This design comes from an exercise in tuning for small area, a short achievable clock period and few clock cycles per item on the open sky130 flow, not from production work. RTL that was checked went through simulation tests only; none was proved equivalent to the original. Power figures rest on the tool's default switching activity, not on a simulated workload.

Setup of red:
// fe_divsqrt
module fe_divsqrt (
    input  wire        clk,
    input  wire        rst,       
    input  wire        start,
    input  wire        op,        
    input  wire [47:0] a,
    input  wire [47:0] b,
    input  wire [4:0]  ra,
    input  wire [4:0]  rb,
    output wire        ready,
    output reg         done,
    output wire [47:0] y,
    output wire [4:0]  ry,
    output reg         divz,
    output reg         sqneg,
    output reg         sat,
    output reg         rerr
);
Size in the first run: ~200 flip-flops, about 170 I/O pins, about 18000 um2 of cells after synthesis.
==> module fe_divsqrt, before the edit <==
module fe_divsqrt (
    input  wire        clk,
    input  wire        rst,       
    input  wire        start,
    input  wire        op,        
    input  wire [47:0] a,
    input  wire [47:0] b,
    input  wire [4:0]  ra,
    input  wire [4:0]  rb,
    output wire        ready,
    output reg         done,
    output wire [47:0] y,
    output wire [4:0]  ry,
    output reg         divz,
    output reg         sqneg,
    output reg         sat,
    output reg         rerr
);
    function [4:0] k_sub;
        input [4:0] r;
        begin
            k_sub = (r <= 5'd27) ? (5'd27 - r) : (5'd27 + 5'd31 - r);
        end
    endfunction
    function [4:0] k_add;
        input [4:0] r;
        begin
            k_add = (r <= 5'd2) ? (r + 5'd28) : (r - 5'd3);
        end
    endfunction
    localparam [1:0] S_IDLE = 2'd0, S_PREP = 2'd1, S_RUN = 2'd2, S_FIX = 2'd3;
    reg  [1:0]  st;
    reg  [1:0]  ph;            
    reg         op_r;
    reg         a_neg;
    reg         q_neg;
    reg         cin;
    reg  [4:0]  ka, kb;        
    reg  [4:0]  rs, rc;        
    reg         tsel;          
    reg  [6:0]  cnt;           
    reg         lead;          
    reg         ovf;           
    reg         f47;           
    reg         nzlow;         
    reg  [4:0]  acc;           
    reg         ysel_q;        
    reg         ysel_d;        
    reg         ycv;           
    reg         ycv47;         
    reg  [47:0] R, Q, D;
    assign ready = (st == S_IDLE);
    wire   idle  = (st == S_IDLE);
    wire   run   = (st == S_RUN);
    wire [47:0] C = {R[0], Q[47:1]};
    reg  [47:0] pre;
    integer k, l;
    always @(*) begin
        pre = C;
        for (l = 0; l < 6; l = l + 1)
            for (k = 0; k < 48; k = k + 1)
                if ((k >> l) & 1)
                    pre[k] = pre[k] | pre[((k >> l) << l) - 1];
    end
    wire [47:0] negC = C ^ {pre[46:0], 1'b0};
    wire [47:0] X  = {R[46:0], Q[47]};
    wire [48:0] Zs = {1'b0, X} + {1'b0, D} + {48'd0, cin};
    wire        ok = Zs[48];             
    wire [47:0] Z  = Zs[47:0];
    wire [47:0] V = ~D;                  
    reg  [48:0] G;                       
    integer j;
    always @(*) begin
        G[48] = 1'b0;
        for (j = 47; j >= 0; j = j - 1)
            G[j] = G[j+1] | V[j];
    end
    wire [55:0] Xs = {R, Q[47:40]};
    wire        div_skip = ~|(Xs & ~{8'd0, G[48:1]});
    wire        sq_skip  = lead && !R[0] && (Q[47:41] == 7'd0);
    wire        skip     = (cnt >= 7'd9) && !ovf && (op_r ? sq_skip : div_skip);
    wire [6:0]  pos      = cnt - 7'd1;   
    wire        last     = op_r ? (cnt == 7'd2) : (cnt == 7'd1);
    wire        sqf      = op_r || last;    
    wire        hi_ok    = !op_r && ok && (pos >= 7'd48);
    wire        p47_ok   = !op_r && ok && (pos == 7'd47);
    wire [4:0]  ts, tc;
    fe_res31 u_res (.x(tsel ? C : D), .k(tsel ? ka : kb), .s(ts), .c(tc));
    wire        rs0 = (rs == 5'd0) || (rs == 5'd31);
    wire        rc0 = (rc == 5'd0) || (rc == 5'd31);
    wire        rz  = (rc == ~rs) || (rs0 && rc0);
    wire [4:0]  acc2     = {acc[3:0], acc[4]};
    wire [4:0]  acc_n    = (ok && acc2 == 5'd30) ? 5'd0 : acc2 + {4'd0, ok};
    assign y[47]    = ycv47 | (ysel_q & C[47]);
    assign y[46:36] = {11{ycv}} | ({11{ysel_q}} & C[46:36]);
    assign y[35:0]  = {36{ycv}} | ({36{ysel_q}} & C[35:0]) | ({36{ysel_d}} & ~D[37:2]);
    assign ry = acc;
    wire        hold     = op_r && a_neg;   
    wire        end_ovf  = ovf || hi_ok || (p47_ok && !q_neg);
    always @(posedge clk) begin
        rs   <= ts;
        rc   <= tc;
        tsel <= idle;
        if (rst) begin
            st   <= S_IDLE;
            done <= 1'b0;
        end else begin
            done <= 1'b0;
            case (st)
            S_IDLE: begin
                op_r   <= op;
                a_neg  <= a[47];
                q_neg  <= a[47] ^ b[47];
                cin    <= op | ~b[47];
                ka     <= k_sub(ra);
                kb     <= b[47] ? k_sub(rb) : k_add(rb);
                rerr   <= (ra == 5'd31) || (!op && rb == 5'd31);
                divz   <= !op && (b == 48'd0);
                sqneg  <= op && a[47];
                sat    <= 1'b0;
                cnt    <= op ? 7'd72 : 7'd71;
                ph     <= 2'd0;
                lead   <= 1'b1;
                ovf    <= !op && (b == 48'd0);
                f47    <= 1'b0;
                nzlow  <= 1'b0;
                acc    <= 5'd0;
                ysel_q <= !op;
                ysel_d <= op;
                ycv    <= 1'b0;
                ycv47  <= 1'b0;
                if (start)
                    st <= (!op && a[47]) ? S_PREP : S_RUN;
            end
            S_PREP: begin
                ph <= 2'd1;
                st <= S_RUN;
            end
            S_RUN: begin
                if (ph != 2'd3) ph <= ph + 2'd1;
                if (ph == 2'd1 && !rz) rerr <= 1'b1;
                if (ph == 2'd2 && !op_r && !rz) rerr <= 1'b1;
                if (hold) begin
                    if (ph == 2'd1) begin
                        st   <= S_IDLE;
                        done <= 1'b1;
                    end
                end else if (end_ovf && !op_r && ph[1]) begin
                    st     <= S_IDLE;
                    done   <= 1'b1;
                    sat    <= !divz;
                    acc    <= q_neg ? 5'd27 : 5'd3;
                    ysel_q <= 1'b0;
                    ycv    <= !q_neg;
                    ycv47  <= q_neg;
                end else if (skip) begin
                    cnt <= cnt - 7'd8;
                    acc <= {acc[1:0], acc[4:2]};    
                end else begin
                    cnt <= cnt - (op_r ? 7'd2 : 7'd1);
                    acc <= acc_n;
                    if (ok) lead <= 1'b0;
                    if (hi_ok) ovf <= 1'b1;
                    if (p47_ok) f47 <= 1'b1;
                    if (!op_r && ok && pos < 7'd47) nzlow <= 1'b1;
                    if (last) begin
                        if (!op_r && q_neg) begin
                            st <= S_FIX;
                        end else begin
                            st   <= S_IDLE;
                            done <= 1'b1;
                        end
                    end
                end
            end
            S_FIX: begin
                st    <= S_IDLE;
                done  <= 1'b1;
                if (f47 && nzlow) begin
                    sat    <= 1'b1;
                    acc    <= 5'd27;
                    ysel_q <= 1'b0;
                    ycv47  <= 1'b1;
                end else begin
                    acc    <= (acc == 5'd0) ? 5'd0 : ~acc;
                end
            end
            endcase
        end
    end
    wire        take_z = run && ok && !skip;
    wire [47:0] r_z    = sqf ? {Z[46:0], Q[46]} : Z;
    wire [47:0] r_x    = idle ? {47'd0, a[47]} :
                         !run ? {47'd0, negC[47]} :
                         skip ? Xs[47:0] :
                         sqf  ? {X[46:0], Q[46]} : X;
    always @(posedge clk) begin
        R <= take_z ? r_z : r_x;
        if (idle)
            Q <= {a[46:0], 1'b0};
        else if (!run)
            Q <= {negC[46:0], 1'b0};
        else if (skip)
            Q <= {Q[39:0], 8'd0};
        else if (sqf)
            Q <= {Q[45:0], ok & !op_r, 1'b0};
        else
            Q <= {Q[46:0], ok};
        if (idle)
            D <= op ? 48'hFFFF_FFFF_FFFE : (b ^ {48{~b[47]}});
        else if (run && op_r && !a_neg && !skip)
            D <= {D[46:2], ~ok, 2'b10};
    end
endmodule
Settings: LEC_CHECK=0, CAP_MARGIN=20, CORE_MARGIN=2, CORE_UTILIZATION=40, PLACE_DENSITY=0.6, SETUP_SLACK_MARGIN=5, SLEW_MARGIN=20; clock period 10.5 ns.
run.sh (not shown) runs the stock make flow with config.mk's settings and CLKGATE_MAP_FILE= SYNTH_SCRIPT=/design/flow/synth_recipe.tcl, a recipe that flattens the netlist after the stock synthesis.
Testbench counts of red, summed over its fixed seeds: cycles 95,016, items 3,200.
Edits applied to the flow inputs when going from red to blue:
--- a/flow/design.v
+++ b/flow/design.v
@@ -66,13 +66,12 @@
     reg         op_r;
     reg         a_neg;
     reg         q_neg;
     reg         cin;
     reg  [4:0]  ka, kb;        
     reg  [4:0]  rs, rc;        
-    reg         tsel;          
     reg  [6:0]  cnt;           
     reg         lead;          
     reg         ovf;           
     reg         f47;           
     reg         nzlow;         
     reg  [4:0]  acc;           
@@ -82,22 +81,20 @@
     reg         ycv47;         
     reg  [47:0] R, Q, D;
     assign ready = (st == S_IDLE);
     wire   idle  = (st == S_IDLE);
     wire   run   = (st == S_RUN);
     wire [47:0] C = {R[0], Q[47:1]};
-    reg  [47:0] pre;
-    integer k, l;
+    reg  [47:0] below;         
+    integer k;
     always @(*) begin
-        pre = C;
-        for (l = 0; l < 6; l = l + 1)
-            for (k = 0; k < 48; k = k + 1)
-                if ((k >> l) & 1)
-                    pre[k] = pre[k] | pre[((k >> l) << l) - 1];
-    end
-    wire [47:0] negC = C ^ {pre[46:0], 1'b0};
+        below[0] = 1'b0;
+        for (k = 1; k < 48; k = k + 1)
+            below[k] = below[k-1] | C[k-1];
+    end
+    wire [47:0] negC = C ^ below;
     wire [47:0] X  = {R[46:0], Q[47]};
     wire [48:0] Zs = {1'b0, X} + {1'b0, D} + {48'd0, cin};
     wire        ok = Zs[48];             
     wire [47:0] Z  = Zs[47:0];
     wire [47:0] V = ~D;                  
     reg  [48:0] G;                       
@@ -114,28 +111,27 @@
     wire [6:0]  pos      = cnt - 7'd1;   
     wire        last     = op_r ? (cnt == 7'd2) : (cnt == 7'd1);
     wire        sqf      = op_r || last;    
     wire        hi_ok    = !op_r && ok && (pos >= 7'd48);
     wire        p47_ok   = !op_r && ok && (pos == 7'd47);
     wire [4:0]  ts, tc;
-    fe_res31 u_res (.x(tsel ? C : D), .k(tsel ? ka : kb), .s(ts), .c(tc));
+    fe_res31 u_res (.x(ph == 2'd0 ? C : D), .k(ph == 2'd0 ? ka : kb), .s(ts), .c(tc));
     wire        rs0 = (rs == 5'd0) || (rs == 5'd31);
     wire        rc0 = (rc == 5'd0) || (rc == 5'd31);
     wire        rz  = (rc == ~rs) || (rs0 && rc0);
     wire [4:0]  acc2     = {acc[3:0], acc[4]};
     wire [4:0]  acc_n    = (ok && acc2 == 5'd30) ? 5'd0 : acc2 + {4'd0, ok};
     assign y[47]    = ycv47 | (ysel_q & C[47]);
     assign y[46:36] = {11{ycv}} | ({11{ysel_q}} & C[46:36]);
     assign y[35:0]  = {36{ycv}} | ({36{ysel_q}} & C[35:0]) | ({36{ysel_d}} & ~D[37:2]);
     assign ry = acc;
     wire        hold     = op_r && a_neg;   
     wire        end_ovf  = ovf || hi_ok || (p47_ok && !q_neg);
     always @(posedge clk) begin
-        rs   <= ts;
-        rc   <= tc;
-        tsel <= idle;
+        rs <= ts;
+        rc <= tc;
         if (rst) begin
             st   <= S_IDLE;
             done <= 1'b0;
         end else begin
             done <= 1'b0;
             case (st)
==> comparison <==
Diff red -> blue | count of fill cells added during filler insertion | down by a few percent
Summary of blue over red: multi-input combinational cell count fell 54, tap cell count about even, power after layout fell 0.51 mW.
| clock power share | higher: blue |
Between red and blue, combined flip-flop and latch cell area decreased.
For blue, only the layout was checked, not whether the RTL still works.

-- re-timing with driven ports --
No port has a modelled driver above. Below, the same layouts with a new extraction and two added sets of constraints.
Step 1, drivers: a clkbuf_16 drives clk and a buf_2 each remaining input, both assumed.
Step 2, shift: input delay + t, output delay - t, t = (earliest + latest rising clock arrival at the registers) / 2. This alone moves slack from input paths to output paths.
a / b / c = no drivers / after step 1 / after step 2; a / b = the first two.
| run | shift t [ns] | slack for setup (ns) | hold slack, ns | worst setup path at the end |
|---|---|---|---|---|
| red | 0.532 | 5.241 / 5.241 / 5.241 | 0.600 / 0.600 / 0.600 | register to register |
| blue | 0.520 | 2.239 / 2.239 / 2.239 | 0.581 / 0.581 / 0.581 | register to register |
After both steps setup and hold are still met in every run listed.
